Context: an optimization exercise on an open-source flow, tuned for small area, a short achievable clock period and few clock cycles per item. The choices shown serve that exercise and are no tape-out recipe.
The RTL was checked by simulation tests, not by an equivalence proof against the original design.

$ cat design/flow/config.mk
export PLATFORM = sky130hd
export DESIGN_NAME = stripe_erasure
export DESIGN_NICKNAME = stripe_erasure
export VERILOG_FILES = /design/flow/design.v
export SDC_FILE = /design/flow/constraint.sdc
export NUM_CORES = 4
export LEC_CHECK = 0
export CAP_MARGIN = 20
export CORE_MARGIN = 2
export CORE_UTILIZATION = 40
export SLEW_MARGIN = 20
$ cat design/flow/constraint.sdc
create_clock -name core_clock -period 7.0 [get_ports {clk}]
set_input_delay 1.4000 -clock core_clock [delete_from_list [all_inputs] [get_ports {clk}]]
set_output_delay 1.4000 -clock core_clock [all_outputs]
set_load 0.01 [all_outputs]
$ cat design/flow/design.v
module gf16_mul (
    input  wire [15:0] x,
    input  wire [15:0] y,
    output reg  [15:0] p
);
    reg [15:0] t;
    integer i;
    always @* begin
        p = 16'h0000;
        t = x;
        for (i = 0; i < 16; i = i + 1) begin
            if (y[i])
                p = p ^ t;
            t = {t[14:0], 1'b0} ^ (t[15] ? 16'h100B : 16'h0000);
        end
    end
endmodule
module gf16_sqr (
    input  wire [15:0] r,
    output reg  [15:0] q
);
    reg [15:0] pw;   
    integer i;
    always @* begin
        q  = 16'h0000;
        pw = 16'h0001;
        for (i = 0; i < 16; i = i + 1) begin
            if (r[i])
                q = q ^ pw;
            pw = {pw[14:0], 1'b0} ^ (pw[15] ? 16'h100B : 16'h0000);
            pw = {pw[14:0], 1'b0} ^ (pw[15] ? 16'h100B : 16'h0000);
        end
    end
endmodule
module stripe_erasure (
    input  wire         clk,
    input  wire         rst,
    input  wire         in_valid,
    output wire         in_ready,
    input  wire [511:0] in_sym,
    input  wire [1:0]   in_nerase,
    input  wire [4:0]   in_pos_a,
    input  wire [4:0]   in_pos_b,
    output reg          out_valid,
    output reg  [15:0]  out_ca,
    output reg  [15:0]  out_cb
);
    localparam [1:0] S_IDLE = 2'd0,
                     S_INV  = 2'd1,
                     S_NUM  = 2'd2,
                     S_FIN  = 2'd3;
    reg  [1:0]  state;
    reg  [3:0]  bitcnt;
    reg  [1:0]  nerase;    
    reg  [15:0] s0, s1;    
    reg  [15:0] pa, pb;    
    reg  [15:0] r;         
    reg  [15:0] num;       
    assign in_ready = (state == S_IDLE);
    wire accept = in_valid && in_ready;
    wire [1:0]  n_in = in_nerase[1] ? 2'd2 : {1'b0, in_nerase[0]};
    reg  [31:0] emask;
    reg  [15:0] s0_c, s1_c, sym;
    integer i;
    always @* begin
        emask = 32'd0;
        if (n_in != 2'd0) emask[in_pos_a] = 1'b1;
        if (n_in == 2'd2) emask[in_pos_b] = 1'b1;
        s0_c = 16'h0000;
        s1_c = 16'h0000;
        for (i = 31; i >= 0; i = i - 1) begin
            sym  = emask[i] ? 16'h0000 : in_sym[16*i +: 16];
            s0_c = s0_c ^ sym;
            s1_c = {s1_c[14:0], 1'b0} ^ (s1_c[15] ? 16'h100B : 16'h0000) ^ sym;
        end
    end
    reg [15:0] pa_c, pb_c, pw;
    integer j;
    always @* begin
        pa_c = 16'h0000;
        pb_c = 16'h0000;
        pw   = 16'h0001;
        for (j = 0; j < 32; j = j + 1) begin
            if (in_pos_a == j) pa_c = pw;
            if (in_pos_b == j) pb_c = pw;
            pw = {pw[14:0], 1'b0} ^ (pw[15] ? 16'h100B : 16'h0000);
        end
    end
    wire [15:0] d = pa ^ pb;
    wire [15:0] r_sq;
    gf16_sqr u_sqr (.r(r), .q(r_sq));
    reg  [15:0] mul_x, mul_y;
    wire [15:0] mul_p;
    gf16_mul u_mul (.x(mul_x), .y(mul_y), .p(mul_p));
    always @* begin
        case (state)
            S_INV:   begin mul_x = r_sq;                             mul_y = d;  end
            S_NUM:   begin mul_x = (nerase == 2'd1) ? pa : pb;        mul_y = s0; end
            default: begin mul_x = num;                              mul_y = r;  end
        endcase
    end
    always @(posedge clk) begin
        if (rst) begin
            state     <= S_IDLE;
            out_valid <= 1'b0;
        end else begin
            out_valid <= 1'b0;
            case (state)
                S_IDLE: if (accept) begin
                    s0     <= s0_c;
                    s1     <= s1_c;
                    pa     <= pa_c;
                    pb     <= pb_c;
                    nerase <= n_in;
                    r      <= 16'h0001;
                    bitcnt <= 4'd15;
                    state  <= (n_in == 2'd2) ? S_INV : S_NUM;
                end
                S_INV: begin
                    r      <= (bitcnt != 4'd0) ? mul_p : r_sq;
                    bitcnt <= bitcnt - 4'd1;
                    if (bitcnt == 4'd0) state <= S_NUM;
                end
                S_NUM: begin
                    num   <= s1 ^ mul_p;
                    state <= S_FIN;
                end
                S_FIN: begin
                    out_valid <= 1'b1;
                    case (nerase)
                        2'd0:    begin out_ca <= s0;    out_cb <= s1;         end
                        2'd1:    begin out_ca <= s0;    out_cb <= num;        end
                        default: begin out_ca <= mul_p; out_cb <= s0 ^ mul_p; end
                    endcase
                    state <= S_IDLE;
                end
            endcase
        end
    end
endmodule
$ cat design/flow/run.sh
#!/bin/bash
# synth_recipe.tcl (not shown) runs the flow's synth.tcl, then flattens the netlist and writes it again
# the make line also repeats each setting of config.mk as NAME=value (left out here)
make -C /OpenROAD-flow-scripts/flow DESIGN_CONFIG=/design/flow/config.mk WORK_HOME=/design/flow/orfs CLKGATE_MAP_FILE= SYNTH_SCRIPT=/design/flow/synth_recipe.tcl finish
==> flow_summary.json <==
{
  "synth_enable_flop_cells": 134,
  "postCtsSetupRepairBufs": 0,
  "place.gp.congestion": 1.06,
  "post_route_cells_drive_above_1_share_pct": 11.4,
  "clk_latency_ns": 0.45,
  "slew_headroom_pct": 24.4,
  "routed_wirelength_um": 164000,
  "slew_violations": 0,
  "clock_transition_at_the_registers_of_the_reported_paths_ns": 0.07,
  "starting_density_of_the_core_pct": 40.6,
  "worst-setup-path-type": "in -> reg",
  "drv.max_cap_violation_count": 0,
  "avgViaCountPerCell": 6.07,
  "period_share_pct": 97.8,
  "grt_pass1_vias": 28356,
  "postSynthNetCount": 3765,
  "status": "no timing/DRC/antenna violations",
  "required_time_at_the_worst_slack_endpoint_ns": 7.19,
  "chipHeight_um": 265,
  "cts_resized": 0,
  "h-tree-depth": 4,
  "pre_repair_dr_iteration_count": 8,
  "grt_first_pass_wirelength_um": 222000,
  "worst_slew_pin_slew_ns": 1.13,
  "timing.critical_path.slowest_stage_cell": "sky130_fd_sc_hd__or3_2",
  "cts.hold.buffers_added": 0,
  "timing.final.ws_setup_ns": 0.156,
  "ys.flop_type": "sky130_fd_sc_hd__edfxtp_1",
  "postLayoutCoreUtil_pct": 54.3,
  "clkSinkCount": 137,
  "min_period_ns": 6.84,
  "clockRootBuffer": "sky130_fd_sc_hd__clkbuf_16",
  "detailroute.via_count": 29136,
  "yosysTopAreaCell": "sky130_fd_sc_hd__xnor2_1",
  "num-fill-cells": 6354,
  "die_x_um": 265,
  "ioPinCount": 561,
  "synth.area.top_cells": "sky130_fd_sc_hd__xnor2_1, sky130_fd_sc_hd__edfxtp_1, sky130_fd_sc_hd__xnor3_1",
  "grt_overflow": 0,
  "antenna_found_initial": 1,
  "synth-xor-area-share_pct": 49.8,
  "layout.cells.most_common": "sky130_fd_sc_hd__xnor2_1",
  "setup_repair_after_global_routing_missed_its_margin": "false",
  "core_area_um2": 67400,
  "post_drt_wl_per_cell_um": 34.1,
  "netlist-cell-type-count": 83,
  "synth.yosys.seq_area_share_pct": 14.9,
  "clock_buffers_created_by_tritoncts": 17,
  "finish.net_count": 4463,
  "setup-violations-final": 0,
  "flow.area_growth_from_synthesis_pct": 33.7,
  "startpoint_type": "input pin",
  "synthesis.area_per_instance_um2": 8.50,
  "placement_rows": 95,
  "critical_path.max_fanout": 32,
  "route.detailed.drc": 0,
  "kind_of_capture_point_of_the_worst_setup_path": "flop",
  "max_root_sink_buffers": 2,
  "grt_max_degree": 76,
  "finalHoldViolCount": 0,
  "max_stage_delay_ns": 0.56,
  "skew_ns": 0.0167,
  "yosys_register_bits": 137,
  "drt.antenna.violating_nets": 0,
  "mappedNetlistArea_um2": 27300,
  "io_buffers": 560,
  "fmax_mhz": 146,
  "synth-adder-area-share_pct": 0.915,
  "leading_cell_types_in_the_layout_fill_and_taps_excluded": "sky130_fd_sc_hd__xnor2_1, sky130_fd_sc_hd__clkdlybuf4s50_1, sky130_fd_sc_hd__nand2_1, sky130_fd_sc_hd__buf_4, sky130_fd_sc_hd__xor2_1",
  "synthesis.instances": 3218,
  "dpl.hpwl_um": 140000,
  "dieArea_um2": 70500,
  "dp_worst_setup_slack_ns": -0.194,
  "crit_path_cell_trace": "clkdlybuf4s50_1 > inv_1 > ha_1 > and2_1 > ha_1 > or3_2 > buf_12 > buf_4 > buf_4 > o221ai_1 > xnor2_1 > xnor3_1 > xnor2_1 > xnor2_2 > buf_4 > xor2_1 > xnor3_1 > xnor3_2 > xnor3_1 > xnor2_1",
  "count_of_routing_violations_after_the_opening_detailed_route_iteration": 4260,
  "synth-compound-area-share_pct": 16.2,
  "num_antenna_cells": 0,
  "holdCritPathClass": "reg -> reg",
  "post_synth_and_or_nand_nor_area_fraction_pct": 13.3,
  "grt.total_usage_pct": 45.3,
  "synth.yosys.warnings": 3,
  "combinational_family_with_the_most_area_after_synthesis": "XOR/XNOR gates",
  "post-synth-top-area-fraction_pct": 28.1,
  "synth.area.mux_share_pct": 1.46,
  "critPathArrivalTime_ns": 7.03,
  "cts_tree": "yes",
  "synthArstFlopShare_pct": 0
}
[worst max-delay path: cells and delay by family]
kind / cells / cell delay, ns
XOR/XNOR: 9 / 2.54
buffers and inverters: 6 / 1.49
AND/OR/NAND/NOR: 2 / 0.72
adder cells (fa/ha/maj): 2 / 0.55
AO/OA/AOI/OAI: 1 / 0.29
[cell usage after synthesis, drive strengths merged (52+ instances only)]
| master | number |
|---|---|
| buf | 52 |
| nor2 | 266 |
| nand3 | 62 |
| a21oi | 123 |
| o21ai | 73 |
| xnor2 | 885 |
| nand2 | 413 |
| xor2 | 276 |
| clkbuf | 157 |
| o221ai | 109 |
| edfxtp | 134 |
| xnor3 | 142 |
| o211ai | 84 |
[final cells by class]
cell class | count | area, um^2 | share of cell area (%)
clock buffer | 17 | 425 | 1.16
clock inverter | 15 | 150 | 0.411
inverter | 30 | 113 | 0.308
multi-input combinational | 2842 | 22400 | 61.3
sequential | 137 | 4080 | 11.2
tap | 873 | 1090 | 2.99
timing repair buffer | 888 | 8290 | 22.7
[worst paths after layout]
kind / startpoint / to / slack (ns) / cells past startpoint
min reg2reg: state[0] / state[0] / 0.56 / 2
max: in_pos_b[0] / s1[3] / 0.16 / 20
max reg2reg: nerase[0] / out_ca[4] / 1.30 / 15
min: state[0] / state[0] / 0.56 / 2
[state kept, by name (all words and copies together), names as in the netlist]
| name | count |
|---|---|
| state | 2 |
| s1 | 16 |
| pa | 16 |
| num | 16 |
| out_ca | 16 |
| out_cb | 16 |
| bitcnt | 4 |
| pb | 16 |
| s0 | 16 |
| out_valid | 1 |
| nerase | 2 |
| r | 16 |
[layer usage]
metal / share of wire (%) / global-route usage [%] / vias to the layer above
met4: 8.2 / 29.7 / 2
li1: - / - / 12556
met1: 38 / 56.6 / 14161
met3: 9.5 / 7.19 / 436
met5: 0.0061 / 0 / -
met2: 44 / 72.5 / 1981
[kinds of logic (layout without fill, tap and decap cells)]
logic type	count (synthesis)	after routing
buffers and inverters	239	950
adder cells (fa/ha/maj)	20	20
AND/OR/NAND/NOR	862	862
multiplexers	38	38
XOR/XNOR	1309	1309
AO/OA/AOI/OAI	613	613
flip-flops	137	137
[through the flow]
step / hold WS (ns) / instances / setup TNS (ns) / cell area, um^2
6_report: 0.559 / 4802 / 0 / 36600
4_1_cts: 0.554 / 4802 / 0 / 36600
5_1_grt: 0.602 / 4802 / 0 / 36600
3_3_place_gp: 0.539 / 4770 / -0.350 / 36000
3_5_place_dp: 0.546 / 4770 / -0.919 / 36000
2_1_floorplan: 0.505 / 3218 / 0 / 27400
Testbench counts, summed over its fixed seeds: cycles 125,960, items 8,192.

==> static timing again, ports no longer ideal <==
The results above use ideal ports. As a check the final layout listed here was re-extracted and re-timed, cells and wires unchanged. Step 1 sets driving cells, clkbuf_16 on the clock port and buf_2 on the other inputs (assumed; they add their load-dependent delay and slew). Step 2, shift: input delay + t, output delay - t, t = (earliest + latest rising clock arrival at the registers) / 2. This alone moves slack from input paths to output paths. Three values: ideal ports, drivers, drivers and shift; two values: the first two.
shift t [ns]: 0.490
setup WS [ns]: 0.156 / 0.178 / -0.313
slew at the worst register clock pin (ns): 0.07 / 0.07
Met with ideal ports but missed after step 2: setup timing in this run. For this run, drivers alone change the setup slack by +0.022 ns; drivers and shift together by -0.469 ns.
